Context: an optimization exercise on an open-source flow, tuned for small area, a short achievable clock period and few clock cycles per item. The choices shown serve that exercise and are no tape-out recipe.
Function was checked by simulation only, so behaviour that the tests miss may differ from the original.

== trial 36 ==
// fab_tile_alu
module fab_tile_alu (
    input  wire        clk,
    input  wire        rst,
    input  wire        in_valid,
    output wire        in_ready,
    input  wire [3:0]  kind,
    input  wire [3:0]  used,
    input  wire [23:0] x0,
    input  wire [23:0] x1,
    input  wire [23:0] x2,
    input  wire [23:0] x3,
    input  wire [4:0]  pt0,
    input  wire [4:0]  pt1,
    input  wire [4:0]  pt2,
    input  wire [4:0]  pt3,
    input  wire [4:0]  out_pt,
    input  wire [28:0] prm0,
    input  wire [28:0] prm1,
    input  wire [28:0] prm2,
    input  wire [23:0] y_prev,
    output reg         out_valid,
    output reg  [23:0] y,
    output reg         sat,
    output reg         pin
);
For scale: about 690 flip-flops, about 90,000 um2 of cells after synthesis.
==> flow/config.mk <==
export PLATFORM = sky130hd
export DESIGN_NAME = fab_tile_alu
export DESIGN_NICKNAME = fab_tile_alu
export VERILOG_FILES = /design/flow/design.v
export SDC_FILE = /design/flow/constraint.sdc
export NUM_CORES = 4
export LEC_CHECK = 0
export ABC_AREA = 1
export CAP_MARGIN = 40
export CORE_MARGIN = 2
export CORE_UTILIZATION = 35
export PLACE_DENSITY = 0.5
export SETUP_SLACK_MARGIN = 0.8
export SLEW_MARGIN = 40
==> flow/constraint.sdc <==
create_clock -name core_clock -period 22.0 [get_ports {clk}]
set_input_delay 4.4000 -clock core_clock [delete_from_list [all_inputs] [get_ports {clk}]]
set_output_delay 4.4000 -clock core_clock [all_outputs]
set_load 0.01 [all_outputs]
standard.sh (not shown) runs the stock make flow with config.mk's settings and CLKGATE_MAP_FILE= SYNTH_SCRIPT=/design/flow/synth_recipe.tcl, a recipe that flattens the netlist after the stock synthesis.
==> flow/flow/run.sh <==
#!/bin/bash
set -euo pipefail
bash standard.sh SETUP_SLACK_MARGIN=15 finish > standard_finish.log 2>&1
Testbench counts of trial 36, summed over its fixed seeds: cycles 8,136, items 6,400.
Relative to trial 36, the following input files were edited for build 90:
--- a/flow/design.v
+++ b/flow/design.v
@@ -254,27 +254,26 @@
     wire [46:0] wA = selA ? r2_a1 : r2_a0;
     wire [46:0] wB = selB ? r2_a3 : r2_a2;
     wire uA = r2_used[0] | r2_used[1];
     wire uB = r2_used[2] | r2_used[3];
     wire gtBA  = $signed(wB) > $signed(wA);
     wire selAB = ~uA | (uB & (gtBA ~^ r2_mx));
     wire [46:0] mm = (uA | uB) ? (selAB ? wB : wA) : 47'd0;
     wire [46:0] sel_v = r2_selp ? r2_a1 : r2_a0;
     wire sel_hi = (~L & H) | (L & M);
     wire sel_lo = L & ~M;
     wire [46:0] c2 = sel_hi ? r2_a2 : (sel_lo ? r2_a1 : r2_a0);
     wire pin1 = (~L & H) | (L & (~M | ~E));
-    wire c2_fit = (c2[46:25] == {22{1'b0}}) | (c2[46:25] == {22{1'b1}});
-    wire c_lo = r2_snz & (c2_fit ? ($signed(c2[25:0]) < $signed(r2_a3[25:0])) : c2[46]);
-    wire c_hi = r2_snz & (c2_fit ? ($signed(c2[25:0]) > $signed(r2_shi)) : ~c2[46]);
+    wire c_lo = r2_snz & ($signed(c2) < $signed(r2_a3));
+    wire c_hi = r2_snz & ($signed(c2) > $signed({{21{r2_shi[25]}}, r2_shi}));
     wire [46:0] c3 = c_lo ? r2_a3 : (c_hi ? {{21{r2_shi[25]}}, r2_shi} : c2);
     wire l_pin = pin1 | c_lo | c_hi;
     wire [23:0] cmp_y = L ? 24'h7F_FFFF : (H ? 24'h00_0000 : r2_a3[23:0]);
     wire [47:0] r2_prod = r2_ps + r2_pc;
     wire signed [71:0] psh = $signed({r2_prod, 24'd0}) >>> r2_spp;
     wire        p_ovf = ~((psh[71:25] == {47{1'b0}}) | (psh[71:25] == {47{1'b1}}));
     wire [26:0] p_r   = {psh[25], psh[25:0]} + 27'd1;
     wire [25:0] p_rr  = p_r[26:1];
     wire        p_sat = p_ovf | ~((p_rr[25:23] == 3'b000) | (p_rr[25:23] == 3'b111));
     wire [23:0] p_y   = p_sat ? {r2_prod[47], {23{~r2_prod[47]}}} : p_rr[23:0];
     reg  [48:0] wres;
     always @(*) begin
==> comparison <==
- Re post-detailed-route count of antenna-violating nets: no difference whatsoever between build 90 and trial 36.
- Build 90 vs trial 36: total nets after synthesis up in build 90
- Effective utilization at floorplan across build 90 and trial 36: no real change.
- Build 90 vs trial 36 — aggregate routed wire length climbed by a few percent
- Going from trial 36 to build 90, the cell count after synthesis was found to have gone up by 157.
- Build 90 can be clocked slower than trial 36.
Testbench counts of build 90, summed over its fixed seeds: cycles 8,136, items 6,400.

## what the ideal ports hide
In the flow no input, the clock included, has a driving cell. The finished layouts below were timed again as built, in two steps.
Step 1 (the two cells are an assumption about what drives the block):
set clk [get_ports {clk}]
set_driving_cell -lib_cell sky130_fd_sc_hd__clkbuf_16 $clk
set_driving_cell -lib_cell sky130_fd_sc_hd__buf_2 [delete_from_list [all_inputs] $clk]
Step 2 times the ports against the registers' clock, not the clock port: input delays grow and output delays shrink by t, the midpoint of the rising clock arrivals with the driver on.
Slacks: ideal / step 1 / step 2; pairs: ideal / step 1.
| run | t, ns | setup WS [ns] | clock arrival spread, ns | slew at the worst register clock pin (ns) | worst data-port slew with drivers (ns) |
|---|---|---|---|---|---|
| trial 36 | 0.844 | 14.566 / 14.566 / 14.308 | 0.069 / 0.069 | 0.08 / 0.08 | 0.22 |
| build 90 | 0.872 | 14.199 / 14.199 / 14.199 | 0.068 / 0.068 | 0.07 / 0.07 | 0.10 |
After both steps every run listed still meets setup and hold. The setup slack of trial 36, which loses most, moves by 0.000 ns with the drivers and by -0.258 ns with both steps.
